This design comes from an exercise in tuning for small area, a short achievable clock period and few clock cycles on the open sky130 flow, not from production work.
At most, simulation tests tie the RTL to the original design; equivalence was not proved.
Power is estimated from default activity; no workload was simulated.

before:
==> flow/design.v <==
module hive_div (
    input  wire        clk,
    input  wire        rst,
    input  wire        in_valid,
    output wire        in_ready,
    input  wire [1:0]  in_op,
    input  wire [31:0] in_a,
    input  wire [31:0] in_b,
    output reg         out_valid,
    output wire [31:0] out_result
);
    reg        rdy;                  
    reg        p1, p2, it, fx;
    reg        sgn, is_mod, sa, sb;  
    reg        nsb, ee;              
    reg [31:0] R;                    
    reg [31:0] Q;                    
    reg [32:0] D;                    
    reg [4:0]  cnt;
    reg        last, one, dsh;       
    reg        fxw;                  
    reg        cin, frc_x, xinv;     
    assign in_ready   = rdy;
    assign out_result = Q;
    function [5:0] msb;
        input [31:0] x;
        reg [15:0] v1; reg [15:0] p1_;
        reg [7:0]  v2; reg [15:0] p2_;
        reg [3:0]  v3; reg [11:0] p3_;
        reg [1:0]  v4; reg [7:0]  p4_;
        integer i;
        begin
            for (i = 0; i < 16; i = i + 1) begin
                v1[i]  = x[2*i+1] | x[2*i];
                p1_[i] = x[2*i+1];
            end
            for (i = 0; i < 8; i = i + 1) begin
                v2[i]        = v1[2*i+1] | v1[2*i];
                p2_[2*i+:2]  = v1[2*i+1] ? {1'b1, p1_[2*i+1]} : {1'b0, p1_[2*i]};
            end
            for (i = 0; i < 4; i = i + 1) begin
                v3[i]        = v2[2*i+1] | v2[2*i];
                p3_[3*i+:3]  = v2[2*i+1] ? {1'b1, p2_[4*i+2+:2]} : {1'b0, p2_[4*i+:2]};
            end
            for (i = 0; i < 2; i = i + 1) begin
                v4[i]        = v3[2*i+1] | v3[2*i];
                p4_[4*i+:4]  = v3[2*i+1] ? {1'b1, p3_[6*i+3+:3]} : {1'b0, p3_[6*i+:3]};
            end
            msb = {v4[1] | v4[0], v4[1] ? {1'b1, p4_[7:4]} : {1'b0, p4_[3:0]}};
        end
    endfunction
    wire        e      = sa && sb;
    wire        sdiff  = sa ^ sb;
    wire [31:0] ax     = ee ? {~R[30:0], 1'b1} : R;
    wire [5:0]  ma     = msb(ax);
    wire [5:0]  mb     = msb(~D[31:0]);
    wire [5:0]  nd     = {1'b0, ma[4:0]} - {1'b0, mb[4:0]};    
    wire        a_zero = (R == 32'd0) && !sa;
    wire        d_ones = (D[31:0] == 32'hFFFF_FFFF);          
    wire        b_zero = d_ones && !sb;
    wire        ovf    = d_ones && sb && (R == 32'h8000_0000);
    wire        spec   = b_zero || ovf;
    wire        zr     = spec || a_zero;
    wire        skip   = nd[5] || !ma[5] || zr;
    wire        addb   = sdiff && !zr;   
    wire [31:0] spec_q = is_mod ? 32'd0 :
                         ovf ? 32'h7FFF_FFFF :
                         !sgn ? 32'hFFFF_FFFF :
                         sa ? 32'h8000_0000 : 32'h7FFF_FFFF;
    wire        fill   = nsb;
    wire [32:0] s0     = D;
    wire [32:0] s1     = cnt[0] ? {s0[31:0], fill}        : s0;
    wire [32:0] s2     = cnt[1] ? {s1[30:0], {2{fill}}}   : s1;
    wire [32:0] s3     = cnt[2] ? {s2[28:0], {4{fill}}}   : s2;
    wire [32:0] s4     = cnt[3] ? {s3[24:0], {8{fill}}}   : s3;
    wire [32:0] Dsh    = cnt[4] ? {s4[16:0], {16{fill}}}  : s4;
    wire [32:0] Y      = D | {33{frc_x}};
    wire [34:0] sum_c  = {2'b00, R, 1'b1} + {1'b0, Y, cin};    
    wire        fits   = sum_c[34];
    wire [31:0] X      = sum_c[32:1] ^ {32{xinv}};
    always @(posedge clk) begin
        if (rst) begin
            rdy       <= 1'b1;
            p1        <= 1'b0;
            p2        <= 1'b0;
            it        <= 1'b0;
            fx        <= 1'b0;
            out_valid <= 1'b0;
        end else begin
            out_valid <= fx;
            if (rdy) begin
                fx  <= 1'b0;
                if (in_valid) begin
                    rdy <= 1'b0;
                    p1  <= 1'b1;
                end
            end
            if (p1) begin
                p1 <= 1'b0;
                if (skip) begin
                    fx  <= 1'b1;
                    rdy <= 1'b1;
                end else begin
                    p2  <= 1'b1;
                end
            end
            if (p2) begin
                p2 <= 1'b0;
                it <= 1'b1;
            end
            if ((p2 && cnt == 5'd0 || it && one) && !is_mod) begin
                fx  <= 1'b1;
                rdy <= 1'b1;
            end
            if (it && last) begin
                it  <= 1'b0;
                if (is_mod) begin
                    fx  <= 1'b1;
                    rdy <= 1'b1;
                end
            end
        end
        if (p2 || (it && fits))
            R <= X;
        if (rdy) begin
            R       <= in_a ^ {32{!in_op[0] && in_a[31] && !in_b[31]}};
            D       <= {1'b1, in_b ^ {32{!(!in_op[0] && in_b[31])}}};
            sgn     <= !in_op[0];
            is_mod  <= in_op[1];
            sa      <= !in_op[0] && in_a[31];
            sb      <= !in_op[0] && in_b[31];
            nsb     <= !(!in_op[0] && in_b[31]);
            ee      <= !in_op[0] && in_a[31] && in_b[31];
        end
        if (p2)
            D <= Dsh;
        if (dsh)
            D <= {D[32], D[32:1]};
        if (p1)
            Q <= spec ? spec_q : {32{addb}};
        if (it)
            Q <= {Q[30:0], fits ^ sdiff};
        if (fx && fxw)
            Q <= X;
        if (p1) begin
            cnt   <= nd[4:0];
            fxw   <= is_mod && !spec;
            frc_x <= !skip || !addb;
            cin   <= skip ? (!addb || sa) : !sb;
            xinv  <= skip ? (addb && sa) : e;
        end
        dsh <= !rst && (p2 ? (cnt != 5'd0) : (it && !last && !one));
        if (p2) begin
            last  <= (cnt == 5'd0);
            one   <= (cnt == 5'd1);
            frc_x <= 1'b0;
            xinv  <= 1'b0;
        end
        if (it) begin
            if (!last) begin
                cnt  <= cnt - 5'd1;
                last <= one;
                one  <= (cnt == 5'd2);
            end
            else begin
                frc_x <= is_mod && (sa == sb);
                cin   <= !e;
                xinv  <= sa;
            end
        end
    end
endmodule
export LEC_CHECK = 0
export ABC_AREA = 1
export CAP_MARGIN = 20
export CORE_MARGIN = 2
export CORE_UTILIZATION = 40
export PLACE_DENSITY = 0.6
export SLEW_MARGIN = 20
create_clock -name core_clock -period 10.0 [get_ports {clk}]
standard.sh (not shown) runs the stock make flow with config.mk's settings and CLKGATE_MAP_FILE= SYNTH_SCRIPT=/design/flow/synth_recipe.tcl, a recipe that flattens the netlist after the stock synthesis.
==> flow/flow/run.sh <==
#!/bin/bash
# The standard layout, with timing repair aimed at a shorter period than the
# clock's: repair_timing treats any path with less than 7 ns of slack at the
# 10 ns clock as failing. Constraints and clock are the design's own.
set -euo pipefail
bash standard.sh finish SETUP_SLACK_MARGIN=7 > flow_make.log 2>&1
--- input diff before..after ---
-- flow/design.v --
<<< before, line 19
    reg [4:0]  cnt;
    reg        last, one, dsh;       
    reg        fxw;                  
    reg        cin, frc_x, xinv;     
    assign in_ready   = rdy;
>>> after, line 19
    reg [4:0]  cnt;
    reg        last, one, dsh;       
    reg        inv_f, frc_f, cfx_f, xfx_f, fxw, dv_f;
    reg        cin, frc_x, xinv;     
    assign in_ready   = rdy;
<<< before, line 109
                it <= 1'b1;
            end
            if ((p2 && cnt == 5'd0 || it && one) && !is_mod) begin
                fx  <= 1'b1;
                rdy <= 1'b1;
>>> after, line 109
                it <= 1'b1;
            end
            if ((p2 && last || it && one) && dv_f) begin
                fx  <= 1'b1;
                rdy <= 1'b1;
<<< before, line 115
            if (it && last) begin
                it  <= 1'b0;
                if (is_mod) begin
                    fx  <= 1'b1;
                    rdy <= 1'b1;
>>> after, line 115
            if (it && last) begin
                it  <= 1'b0;
                if (!dv_f) begin
                    fx  <= 1'b1;
                    rdy <= 1'b1;
<<< before, line 140
            Q <= spec ? spec_q : {32{addb}};
        if (it)
            Q <= {Q[30:0], fits ^ sdiff};
        if (fx && fxw)
            Q <= X;
        if (p1) begin
            cnt   <= nd[4:0];
            fxw   <= is_mod && !spec;
            frc_x <= !skip || !addb;
            cin   <= skip ? (!addb || sa) : !sb;
            xinv  <= skip ? (addb && sa) : e;
        end
        dsh <= !rst && (p2 ? (cnt != 5'd0) : (it && !last && !one));
        if (p2) begin
            last  <= (cnt == 5'd0);
            one   <= (cnt == 5'd1);
            frc_x <= 1'b0;
            xinv  <= 1'b0;
>>> after, line 140
            Q <= spec ? spec_q : {32{addb}};
        if (it)
            Q <= {Q[30:0], fits ^ inv_f};
        if (fx && fxw)
            Q <= X;
        if (p1) begin
            cnt   <= nd[4:0];
            last  <= (nd[4:0] == 5'd0);
            one   <= (nd[4:0] == 5'd1);
            inv_f <= sdiff;
            frc_f <= is_mod && (sa == sb);
            cfx_f <= !(sa && sb);
            xfx_f <= sa;
            fxw   <= is_mod && !spec;
            dv_f  <= !is_mod;
            frc_x <= !skip || !addb;
            cin   <= skip ? (!addb || sa) : !sb;
            xinv  <= skip ? (addb && sa) : e;
        end
        dsh <= !rst && (p2 ? !last : (it && !last && !one));
        if (p2) begin
            frc_x <= 1'b0;
            xinv  <= 1'b0;
<<< before, line 164
            end
            else begin
                frc_x <= is_mod && (sa == sb);
                cin   <= !e;
                xinv  <= sa;
            end
        end
>>> after, line 169
            end
            else begin
                frc_x <= frc_f;
                cin   <= cfx_f;
                xinv  <= xfx_f;
            end
        end
Findings:
- For before and after, there was not a single run that failed to finish clean.
- On maximum vdd drop, after does worse than before.
- Delta (after minus before): post-synthesis instance area increased by 4.0% relative to the old numbers; wire length of the first global-routing pass increased by 2.3% relative to the old numbers; height of the die increased by about 2% relative to the old numbers.
- Wire: after routes more than before
- after against before: fraction of area in registers shows a reduction of 0.17 points, share of total power in the clock network shows an increase of 2.1 points, power shows an increase of 1.9%.
- The launch point of the critical path comes out ee in one run and Q[0] in the other, namely in before and after respectively.
Testbench counts of after, summed over its fixed seeds: cycles 70,102.
For before, only the layout was checked, not whether the RTL still works.

== old ==
hive_div, a different RTL version from the one above (not shown whole).
Size in the first run: roughly 1300 cells after synthesis, ~120 flip-flops, roughly 100 I/O pins, roughly 12000 um^2 of cells after synthesis.
==> module hive_div, before the edit <==
module hive_div (
    input  wire        clk,
    input  wire        rst,
    input  wire        in_valid,
    output wire        in_ready,
    input  wire [1:0]  in_op,
    input  wire [31:0] in_a,
    input  wire [31:0] in_b,
    output reg         out_valid,
    output wire [31:0] out_result
);
    reg        rdy;                  
    reg        p1, p2, it, fx;
    reg        sgn, is_mod, sa, sb;  
    reg [31:0] R;                    
    reg [31:0] Q;                    
    reg [32:0] D;                    
    reg [4:0]  cnt;
    reg        inv_f, frc_f, cfx_f, xfx_f, fxw;
    reg        cin, frc_x, xinv;     
    assign in_ready   = rdy;
    assign out_result = Q;
    function [5:0] msb;
        input [31:0] x;
        reg [15:0] v1; reg [15:0] p1_;
        reg [7:0]  v2; reg [15:0] p2_;
        reg [3:0]  v3; reg [11:0] p3_;
        reg [1:0]  v4; reg [7:0]  p4_;
        integer i;
        begin
            for (i = 0; i < 16; i = i + 1) begin
                v1[i]  = x[2*i+1] | x[2*i];
                p1_[i] = x[2*i+1];
            end
            for (i = 0; i < 8; i = i + 1) begin
                v2[i]        = v1[2*i+1] | v1[2*i];
                p2_[2*i+:2]  = v1[2*i+1] ? {1'b1, p1_[2*i+1]} : {1'b0, p1_[2*i]};
            end
            for (i = 0; i < 4; i = i + 1) begin
                v3[i]        = v2[2*i+1] | v2[2*i];
                p3_[3*i+:3]  = v2[2*i+1] ? {1'b1, p2_[4*i+2+:2]} : {1'b0, p2_[4*i+:2]};
            end
            for (i = 0; i < 2; i = i + 1) begin
                v4[i]        = v3[2*i+1] | v3[2*i];
                p4_[4*i+:4]  = v3[2*i+1] ? {1'b1, p3_[6*i+3+:3]} : {1'b0, p3_[6*i+:3]};
            end
            msb = {v4[1] | v4[0], v4[1] ? {1'b1, p4_[7:4]} : {1'b0, p4_[3:0]}};
        end
    endfunction
    wire [31:0] a      = R;
    wire [31:0] b      = D[31:0];
    wire [31:0] bx     = b ^ {32{sb}};
    wire        e      = sa && sb;
    wire        sdiff  = sa ^ sb;
    wire [5:0]  ma     = msb(a ^ {32{sa}});
    wire [5:0]  mb     = msb(bx);
    wire [6:0]  la     = (ma[5] ? {2'b00, ma[4:0]} + 7'd1 : 7'd0) + {6'd0, e};
    wire [6:0]  lb     = {2'b00, mb[4:0]} + 7'd1;
    wire [6:0]  nd     = la - lb;
    wire        a_zero = (a == 32'd0);
    wire        b_zero = (b == 32'd0);
    wire        ovf    = sgn && (a == 32'h8000_0000) && (b == 32'hFFFF_FFFF);
    wire        spec   = b_zero || ovf;
    wire        zr     = spec || a_zero;
    wire        skip   = nd[6] || zr;
    wire        addb   = sdiff && !zr;   
    wire [31:0] spec_q = is_mod ? 32'd0 :
                         ovf ? 32'h7FFF_FFFF :
                         !sgn ? 32'hFFFF_FFFF :
                         a[31] ? 32'h8000_0000 : 32'h7FFF_FFFF;
    wire        fill   = !sb;
    wire [32:0] s0     = {1'b1, ~bx};
    wire [32:0] s1     = cnt[0] ? {s0[31:0], fill}        : s0;
    wire [32:0] s2     = cnt[1] ? {s1[30:0], {2{fill}}}   : s1;
    wire [32:0] s3     = cnt[2] ? {s2[28:0], {4{fill}}}   : s2;
    wire [32:0] s4     = cnt[3] ? {s3[24:0], {8{fill}}}   : s3;
    wire [32:0] Dsh    = cnt[4] ? {s4[16:0], {16{fill}}}  : s4;
    wire [32:0] Y      = D | {33{frc_x}};
    wire [34:0] sum_c  = {2'b00, R, 1'b1} + {1'b0, Y, cin};    
    wire        fits   = sum_c[34];
    wire [31:0] X      = sum_c[32:1] ^ {32{xinv}};
    wire        last   = (cnt == 5'd0);
    always @(posedge clk) begin
        if (rst) begin
            rdy       <= 1'b1;
            p1        <= 1'b0;
            p2        <= 1'b0;
            it        <= 1'b0;
            fx        <= 1'b0;
            out_valid <= 1'b0;
        end else begin
            out_valid <= fx;
            if (rdy) begin
                fx  <= 1'b0;
                if (in_valid) begin
                    rdy <= 1'b0;
                    p1  <= 1'b1;
                end
            end
            if (p1) begin
                p1 <= 1'b0;
                if (skip) begin
                    fx  <= 1'b1;
                    rdy <= 1'b1;
                end else begin
                    p2  <= 1'b1;
                end
            end
            if (p2) begin
                p2 <= 1'b0;
                it <= 1'b1;
            end
            if (it && last) begin
                it  <= 1'b0;
                fx  <= 1'b1;
                rdy <= 1'b1;
            end
        end
        if (rdy) begin
            R       <= in_a;
            D[31:0] <= in_b;
            sgn     <= !in_op[0];
            is_mod  <= in_op[1];
            sa      <= !in_op[0] && in_a[31];
            sb      <= !in_op[0] && in_b[31];
        end
        if (p2 || (it && fits))
            R <= X;
        if (p2)
            D <= Dsh;
        if (it && !last)
            D <= {D[32], D[32:1]};
        if (p1)
            Q <= spec ? spec_q : {32{addb}};
        if (it)
            Q <= {Q[30:0], fits ^ inv_f};
        if (fx && fxw)
            Q <= X;
        if (p1) begin
            cnt   <= nd[4:0];
            inv_f <= sdiff;
            frc_f <= is_mod && (sa == sb);
            cfx_f <= !e;
            xfx_f <= sa;
            fxw   <= is_mod && !spec;
            frc_x <= !skip || !addb;
            cin   <= skip ? !addb : !sb;
            xinv  <= !skip && sa;
        end
        if (p2) begin
            frc_x <= 1'b0;
            xinv  <= 1'b0;
        end
        if (it) begin
            if (!last)
                cnt <= cnt - 5'd1;
            else begin
                frc_x <= frc_f;
                cin   <= cfx_f;
                xinv  <= xfx_f;
            end
        end
    end
endmodule
export LEC_CHECK = 0
export CAP_MARGIN = 20
export CORE_MARGIN = 2
export CORE_UTILIZATION = 40
export PLACE_DENSITY = 0.6
export SETUP_SLACK_MARGIN = 5
export SLEW_MARGIN = 20
create_clock -name core_clock -period 10.0 [get_ports {clk}]
run.sh (not shown) runs the stock make flow with config.mk's settings and CLKGATE_MAP_FILE= SYNTH_SCRIPT=/design/flow/synth_recipe.tcl, a recipe that flattens the netlist after the stock synthesis.
Stock flow here: none of the scripts above is used.
No stage failed in old, and the final checks on the layout all came back clean.
Testbench counts of old, summed over its fixed seeds: cycles 72,373.
> inputs changed (old -> new)
--- a/flow/design.v
+++ b/flow/design.v
@@ -13,9 +13,10 @@
     reg        p1, p2, it, fx;
     reg        sgn, is_mod, sa, sb;  
+    reg        sax, sbx, nsb, ee;    
     reg [31:0] R;                    
     reg [31:0] Q;                    
     reg [32:0] D;                    
     reg [4:0]  cnt;
-    reg        inv_f, frc_f, cfx_f, xfx_f, fxw;
+    reg        inv_f, frc_f, cfx_f, xfx_f, fxw, dv_f;
     reg        cin, frc_x, xinv;     
     assign in_ready   = rdy;
@@ -50,12 +51,10 @@
     wire [31:0] a      = R;
     wire [31:0] b      = D[31:0];
-    wire [31:0] bx     = b ^ {32{sb}};
-    wire        e      = sa && sb;
+    wire [31:0] bx     = b ^ {32{sbx}};
     wire        sdiff  = sa ^ sb;
-    wire [5:0]  ma     = msb(a ^ {32{sa}});
+    wire [31:0] ax     = ee ? {~a[30:0], 1'b1} : (a ^ {32{sax}});
+    wire [5:0]  ma     = msb(ax);
     wire [5:0]  mb     = msb(bx);
-    wire [6:0]  la     = (ma[5] ? {2'b00, ma[4:0]} + 7'd1 : 7'd0) + {6'd0, e};
-    wire [6:0]  lb     = {2'b00, mb[4:0]} + 7'd1;
-    wire [6:0]  nd     = la - lb;
+    wire [5:0]  nd     = {1'b0, ma[4:0]} - {1'b0, mb[4:0]};    
     wire        a_zero = (a == 32'd0);
     wire        b_zero = (b == 32'd0);
@@ -63,5 +62,5 @@
     wire        spec   = b_zero || ovf;
     wire        zr     = spec || a_zero;
-    wire        skip   = nd[6] || zr;
+    wire        skip   = nd[5] || !ma[5] || zr;
     wire        addb   = sdiff && !zr;   
     wire [31:0] spec_q = is_mod ? 32'd0 :
@@ -69,5 +68,5 @@
                          !sgn ? 32'hFFFF_FFFF :
                          a[31] ? 32'h8000_0000 : 32'h7FFF_FFFF;
-    wire        fill   = !sb;
+    wire        fill   = nsb;
     wire [32:0] s0     = {1'b1, ~bx};
     wire [32:0] s1     = cnt[0] ? {s0[31:0], fill}        : s0;
@@ -111,10 +110,18 @@
                 it <= 1'b1;
             end
-            if (it && last) begin
-                it  <= 1'b0;
+            if ((p2 && last || it && cnt == 5'd1) && dv_f) begin
                 fx  <= 1'b1;
                 rdy <= 1'b1;
             end
+            if (it && last) begin
+                it  <= 1'b0;
+                if (!dv_f) begin
+                    fx  <= 1'b1;
+                    rdy <= 1'b1;
+                end
+            end
         end
+        if (p2 || (it && fits))
+            R <= X;
         if (rdy) begin
             R       <= in_a;
@@ -124,7 +131,9 @@
             sa      <= !in_op[0] && in_a[31];
             sb      <= !in_op[0] && in_b[31];
+            sax     <= !in_op[0] && in_a[31];
+            sbx     <= !in_op[0] && in_b[31];
+            nsb     <= !(!in_op[0] && in_b[31]);
+            ee      <= !in_op[0] && in_a[31] && in_b[31];
         end
-        if (p2 || (it && fits))
-            R <= X;
         if (p2)
             D <= Dsh;
@@ -141,7 +150,8 @@
             inv_f <= sdiff;
             frc_f <= is_mod && (sa == sb);
-            cfx_f <= !e;
+            cfx_f <= !(sa && sb);
             xfx_f <= sa;
             fxw   <= is_mod && !spec;
+            dv_f  <= !is_mod;
             frc_x <= !skip || !addb;
             cin   <= skip ? !addb : !sb;
==> summary.txt <==
Compared with old, new shows a higher total routed wire length on the met1 layer.
Share of total power consumed by net switching: new and old compared, higher one is new
Power delta (new − old): unfavourable
Peak-usage layer in the global routing report: met2 -> old, met1 -> new
Changes observed in new relative to old: smallest setup slack after layout rose 0.46 ns; number of cell rows rose about 1.6%.
Compared with old, new shows non-clock inverter total of the final layout lower by 4.
Max count of non-CTS buffers in the layout across new and old: old
From old to new the numbers moved as follows: fmax shows an increase of 11%, depth of the worst register-to-register path saw a decrease.
Compared with old, in new critical path data required time lost 0.02 ns, share of synthesized area occupied by flip-flops and latches went down, via count has increased.
Testbench counts of new, summed over its fixed seeds: cycles 70,102.

## port drivers added, routing unchanged
In the flow no input, the clock included, has a driving cell. The finished layouts below were timed again as built, in two steps. Step 1: set_driving_cell puts a clkbuf_16 on clk and a buf_2 on each other input, an assumption about the parent block. Step 2, shift: input delay + t, output delay - t, t = (earliest + latest rising clock arrival at the registers) / 2. This alone moves slack from input paths to output paths. Three values: ideal, step 1, step 2; two values: the first two.
run | t (ns) | slack for setup (ns) | clock arrival spread, ns
before | 0.487 | 6.967 / 6.937 / 6.575 | 0.011 / 0.011
after | 0.493 | 6.975 / 6.922 / 6.561 | 0.019 / 0.020
old | 0.482 | 5.339 / 5.339 / 5.339 | 0.018 / 0.018
new | 0.500 | 5.797 / 5.797 / 5.797 | 0.016 / 0.016
After both steps every run listed still meets setup and hold. The setup slack of after, which loses most, moves by -0.053 ns with the drivers and by -0.414 ns with both steps.
